Source: an optimization exercise on an open RTL-to-GDS flow (aim: small area, a short achievable clock period and few clock cycles per item). Production flows keep margins and buffers that such runs may drop.
RTL that was checked went through simulation tests only; none was proved equivalent to the original.
The RTL of run 2 was laid out without a check of its function.
Power is estimated from default activity; no workload was simulated.

==> flow/design.v (outline; a module is shown in full before it is edited, if it fits) <==
// module flow_hash: 1481 lines
module flow_hash (
    input  wire         clk,
    input  wire         rst,         
    input  wire         in_valid,
    output wire         in_ready,
    input  wire [1:0]   in_op,       
    input  wire [3:0]   in_len,      
    input  wire         in_frag,     
    input  wire [31:0]  in_seed,
    input  wire [511:0] in_words,    
    output wire         out_valid,
    input  wire         out_ready,
    output wire [31:0]  out_hash
);
  // ...
==> flow/flow/run.sh <==
#!/bin/bash
# Own layout flow: the standard layout (standard.sh: ORFS synthesis to
# final layout, unchanged), except that the port buffers that global
# placement inserts on every input and output are the platform's smallest
# plain buffer (buf_1) instead of the clkdlybuf4s50_1 delay cell that
# buffer_ports picks by default.  Repair may still resize them.
set -euo pipefail
export BUFFER_PORTS_ARGS="-buffer_cell sky130_fd_sc_hd__buf_1"
bash standard.sh finish > standard_flow.log 2>&1
==> flow/standard.sh <==
#!/bin/bash
# synth_recipe.tcl (not shown) runs the flow's synth.tcl, then flattens the netlist and writes it again
# the make line also repeats each setting of config.mk as NAME=value (left out here)
make -C /OpenROAD-flow-scripts/flow DESIGN_CONFIG=/design/flow/config.mk WORK_HOME=/design/flow/orfs CLKGATE_MAP_FILE= SYNTH_SCRIPT=/design/flow/synth_recipe.tcl "${@:-finish}"
==> flow/config.mk <==
export PLATFORM = sky130hd
export DESIGN_NAME = flow_hash
export DESIGN_NICKNAME = flow_hash
export VERILOG_FILES = /design/flow/design.v
export SDC_FILE = /design/flow/constraint.sdc
export NUM_CORES = 4
export LEC_CHECK = 0
export CAP_MARGIN = 0
export CORE_MARGIN = 2
export CORE_UTILIZATION = 40
export GPL_ROUTABILITY_DRIVEN = 0
export SETUP_SLACK_MARGIN = 3.5
export SLEW_MARGIN = 0
export TNS_END_PERCENT = 100
==> flow/constraint.sdc <==
create_clock -name core_clock -period 8.0 [get_ports {clk}]
set_input_delay 1.6000 -clock core_clock [delete_from_list [all_inputs] [get_ports {clk}]]
set_output_delay 1.6000 -clock core_clock [all_outputs]
set_load 0.01 [all_outputs]
==> impl_metrics.json, run 1 <==
{
  "status": "timing/DRC/antenna clean",
  "met3_usage_pct": 5.70,
  "cts_htree_levels": 3,
  "drc": 0,
  "layout.cells.non_filler": 4026,
  "synthAdderAreaFrac_pct": 18.4,
  "switching_share_pct": 50.0,
  "ff2ff_setup_slack_ns": 3.68,
  "vdd_ir_drop_max_mv": 0.403,
  "ant_nets": 0,
  "start_util_pct": 40.2,
  "whs_endpoint": "ov$_SDFFE_PP0N_",
  "hold_violations": 0,
  "postCtsHoldBufs": 0,
  "design_area_um2": 26300,
  "routed_wl_um": 102000,
  "synthTopCellsByCount": "311 x xnor2_1, 299 x xor2_1, 293 x nor2_1",
  "yosys-mux-area-fraction_pct": 5.80,
  "clock-skew-final_ns": 0.0146,
  "clk_latency_ns": 0.37,
  "path_delay_family": "simple AND/OR/NAND/NOR gates",
  "tightest_slew_ns": 1.02,
  "reg2reg_depth": 18,
  "multi_input_comb_cells": 2305,
  "die_x_um": 239,
  "slew-limit-headroom_pct": 31.9,
  "rsz0062_at_grt": "yes",
  "nClkBuffers": 9,
  "grt_pass1_wl_um": 142000,
  "synthCells": 2760,
  "clkCellAreaFrac_pct": 1.20,
  "powerClk_w": 0.000490,
  "maxSlewViolCount": 0,
  "combPwrFrac_pct": 79.7,
  "post_cts_buffers": 8,
  "timing.final.crit_share_pct": 57.5,
  "vias_per_cell": 5.66,
  "largestClassByArea": "multi-input gates"
}
Testbench counts, summed over its fixed seeds: cycles 9,624, items 9,600.
==> run 2, diff against run 1 <==
--- a/flow/design.v
+++ b/flow/design.v
@@ -419,17 +419,23 @@
     wire [15:0] x4  = xs;
     wire [31:0] x4w = {x4, x4};
     wire [31:0] cor4 = {d01[4:0], d01[31:5]} ^ {d01[9:0], d01[31:10]} ^ {x4w[14:0], x4w[31:15]};
     wire [31:0] fb20 = {fb[11:0], fb[31:12]};
     wire [31:0] pq   = fa ^ fb20;
     wire [15:0] x6   = xs;
     wire [31:0] x6w  = {x6, x6};
     wire [31:0] cor6 = pq ^ {pq[19:0], pq[31:20]} ^ {x6w[12:0], x6w[31:13]};
-    wire [31:0] g = fold ^ ((swap4 ? cor4 : 32'd0) | (swap6 ? cor6 : 32'd0));
+    wire [31:0] fab  = fa ^ fb;
+    wire [31:0] fcd  = fc ^ fd;
+    wire [31:0] gk   = fab ^ fcd;
+    wire [31:0] gs4  = (fab ^ cor4) ^ fcd;
+    wire [31:0] sw6  = {fb[11:0], fb[31:12]} ^ {fa[19:0], fa[31:20]};
+    wire [31:0] gs6  = (sw6 ^ {x6w[12:0], x6w[31:13]}) ^ fcd;
+    wire [31:0] g = swap4 ? gs4 : (swap6 ? gs6 : gk);
     reg         v1, v2, ov;
     reg  [31:0] g1;
     reg  [3:0]  n1;
     reg  [3:0]  rl1, rh1;
     wire [31:0] gs = g1;
     reg  [31:0] y2;
     reg  [31:0] res;
     wire stall = ov & ~out_ready;
==> flow/config.mk (replaced) <==
export PLATFORM = sky130hd
export DESIGN_NAME = flow_hash
export DESIGN_NICKNAME = flow_hash
export VERILOG_FILES = /design/flow/design.v
export SDC_FILE = /design/flow/constraint.sdc
export NUM_CORES = 4
export LEC_CHECK = 0
export CAP_MARGIN = 0
export CORE_MARGIN = 2
export CORE_UTILIZATION = 40
export SETUP_SLACK_MARGIN = 3.5
export SLEW_MARGIN = 0
export TNS_END_PERCENT = 100
==> run 2 against run 1 <==
Still clean on timing, DRC and antenna. Synthesized cell count rose by 2.0%. Register-to-register slack got worse by 0.22 ns. Synthesized area rose by 4.3%. Combinational power rose by 15%. Fmax rose by 0.93%. Global-route usage rose by 0.41 points. Worst setup slack improved by 0.043 ns. Non-clock buffer count rose by 54. Sequential share of layout area fell by 0.97 points. Clock power rose by 3%. Critical path type unchanged.
==> impl_metrics.json, run 2 <==
{
  "layout_min_cycle_time_ns": 4.55,
  "clock_sinks": 107,
  "yosys_warnings": 1,
  "cts_made_buffers": 9,
  "drc": 0,
  "drt_iter0_markers": 2578,
  "wl_per_cell_um": 26.2,
  "cts_htree_levels": 3,
  "dr.pass1.iters": 6,
  "setup_tns_ns": 0,
  "holdCritPathClass": "register to register",
  "busiest_layer": "met2",
  "synth_nets": 3658,
  "hold_violations": 0,
  "max_freq_mhz": 220,
  "timing.hold.ws_ns": 0.484,
  "ys_types": 76,
  "rows": 87,
  "die_x_um": 244,
  "clk_latency_ns": 0.38,
  "synthTopCellsByCount": "358 x xnor2_1, 257 x a21oi_1, 230 x inv_1",
  "critPathLaunch": "in_words[93]",
  "hold_start": "v2$_SDFFE_PP0N_",
  "area_delta_synth_final_pct": 24.3,
  "ys_seq_elements": 107,
  "synthCells": 2814,
  "syn_avg_cell_area_um2": 8.19,
  "maxSlewViolCount": 0,
  "vias_per_cell": 5.84,
  "finalPower_w": 0.0120,
  "start_util_pct": 40.6,
  "hpwl_um": 91400,
  "reg.largest.list": "g1: 32 flops, res: 32 flops, y2: 32 flops",
  "synth_edf_count": 104,
  "antenna_found_initial": 13,
  "crit_required_ns": 8.12,
  "met3_usage_pct": 4.64,
  "drive_gt1_share_pct": 12.3,
  "tightest_slew_ns": 1.09,
  "place_congestion": 1.07,
  "vdd_ir_drop_max_mv": 0.840,
  "ys.flop_type": "edfxtp_1",
  "p_leak_nw": 11.6,
  "synthArstFlopShare_pct": 0,
  "clock-skew-final_ns": 0.0161,
  "portBuffers": 588,
  "syn-cell-area_um2": 23000,
  "routed_wl_um": 110000,
  "arrival_ns": 4.68,
  "grt_max_degree": 85,
  "via_count": 24400,
  "use_met1_pct": 44.8,
  "grt-ovfl-total": 0,
  "startpoint_type": "input pin",
  "grt_pass1_wl_um": 151000,
  "worstHoldPathCells": 2,
  "fin_nets": 4254,
  "status": "timing/DRC/antenna clean",
  "rsz0062_at_grt": "yes",
  "r2r_start": "rl1[0]$_SDFFCE_PP0N_",
  "use_met2_pct": 55.8,
  "yosys-top-cells-area": "xnor2_1 14%, edfxtp_1 14%, ha_1 12%, xor2_1 6.0%, a21oi_1 5.6%",
  "track_usage_pct": 34.7,
  "final_cell_mix": "554 x buf_1, 306 x xnor2_1, 245 x a21oi_1, 217 x inv_1, 211 x ha_1",
  "ios": 589,
  "layout_commonest_cell": "buf_1",
  "reg2reg_depth": 18,
  "dieArea_um2": 59500,
  "criticalPathCategory": "input pin to register",
  "clock_path_buffers": 2,
  "max_cap_violations": 0,
  "post-synth-top-count-cell": "xnor2_1",
  "slew-limit-headroom_pct": 27.1,
  "cts_tree": "yes",
  "die_h_um": 244,
  "timing.final.crit_share_pct": 56.9,
  "ant_nets": 0,
  "critPathMaxFanout": 8,
  "setup_viol": 0,
  "clk_pin_slew_ns": 0.09,
  "end_kind": "register",
  "synth_top_area_share_pct": 13.6,
  "synth_area_leader_cell": "xnor2_1",
  "cts_root_buf": "clkbuf_16",
  "synth_seq_area_share_pct": 13.8,
  "power_density_nw_per_um2": 420,
  "coreArea_um2": 56700,
  "grt_pass1_vias": 22300
}
[run 2: layout make-up]
type / instances / area (um2)
fill: 5557 / 28100
multi-input combinational: 2357 / 19900
timing repair buffer: 705 / 3430
sequential: 107 / 3180
tap: 756 / 946
inverter: 230 / 871
clock buffer: 9 / 225
clock inverter: 7 / 108
antenna: 11 / 27.5
[run 2: path summary, 6_finish.rpt]
check | endpoint | slack, ns
max reg2reg | y2[31]$_DFFE_PN_ | 3.46
min reg2reg | ov$_SDFFE_PP0N_ | 0.48
min | ov$_SDFFE_PP0N_ | 0.48
max | g1[4]$_DFFE_PN_ | 3.45
[run 2: cell families (layout without fill, tap and decap cells)]
kind of cell	Yosys count	in the layout	synth area share [%]
AO/OA/AOI/OAI	780	784	21.7
AND/OR/NAND/NOR	665	666	14.5
XOR/XNOR	550	550	22.9
buffers and inverters	355	951	6.40
adder cells (fa/ha/maj)	289	289	17.7
flip-flops	107	107	13.8
multiplexers	68	68	3.04
other	0	11	0
[run 2: worst max-delay path, cell delays in order]
cell and delay (ns):
buf_1 0.23, ha_1 0.38, and4_1 0.37, nand3_1 0.16, nor3_2 0.35, nand4_1 0.14, o21a_1 0.27, a311oi_4 0.26
buf_12 0.17, o31ai_4 0.08, buf_6 0.15, clkbuf_16 0.16, o221a_4 0.22, xnor2_1 0.12
[run 2: routing by layer]
layer	routed length, um	vias up	part of all wire, %
li1	-	11200	-
met1	43100	11600	39
met2	48800	1390	45
met3	9620	297	8.8
met4	8090	4	7.4
met5	25	-	0.023
[run 2: power breakdown]
group	total [W]	switching [W]	internal [W]
Clock	0.000506	0.000247	0.000259
Sequential	0.00171	0.000275	0.00144
Combinational	0.00981	0.00546	0.00436
Total	0.0120	0.00598	0.00605
[run 2: metrics by stage]
step / std cells / setup WS [ns] / instance area, um2 / utilization [%]
after floorplan: 2814 / 3.06 / 23200 / -
after global placement: 4057 / 1.82 / 25900 / 45.7
after detailed placement: 4057 / 1.71 / 25900 / 45.7
after CTS: 4104 / 3.48 / 27200 / 47.9
after global routing: 4173 / 3.30 / 28600 / 50.5
final: 4182 / 3.45 / 28600 / 50.5
[run 2: timing repair]
action                                  CTS  global route
setup buffers                            24            61
resized for setup                        99           185
endpoints found under the setup margin   52            49
cloned                                    7             6
pin swaps                                21            82
endpoints found under the hold margin     0             0
hold buffers                              0             0

==> afterwards: timing with drivers on the ports <==
The results above use ideal ports. As a check the final layouts listed here were re-extracted and re-timed, cells and wires unchanged. Step 1 assumes that a clkbuf_16 drives the clock port and a buf_2 every other input. Step 2 also shifts input and output timing later by t, the mid clock arrival at the registers, as if the neighbouring blocks saw the same clock. Three values: ideal ports, drivers, drivers and shift; two values: the first two.
run	t (ns)	slack for setup (ns)	latest minus earliest clock arrival (ns)	worst slew at a driven data input, ns
run 1	0.414	3.403 / 3.339 / 2.925	0.014 / 0.014	0.21
run 2	0.406	3.446 / 3.217 / 2.811	0.016 / 0.016	0.31
After both steps every run listed still meets setup and hold. The setup slack of run 2, which loses most, moves by -0.229 ns with the drivers and by -0.635 ns with both steps.
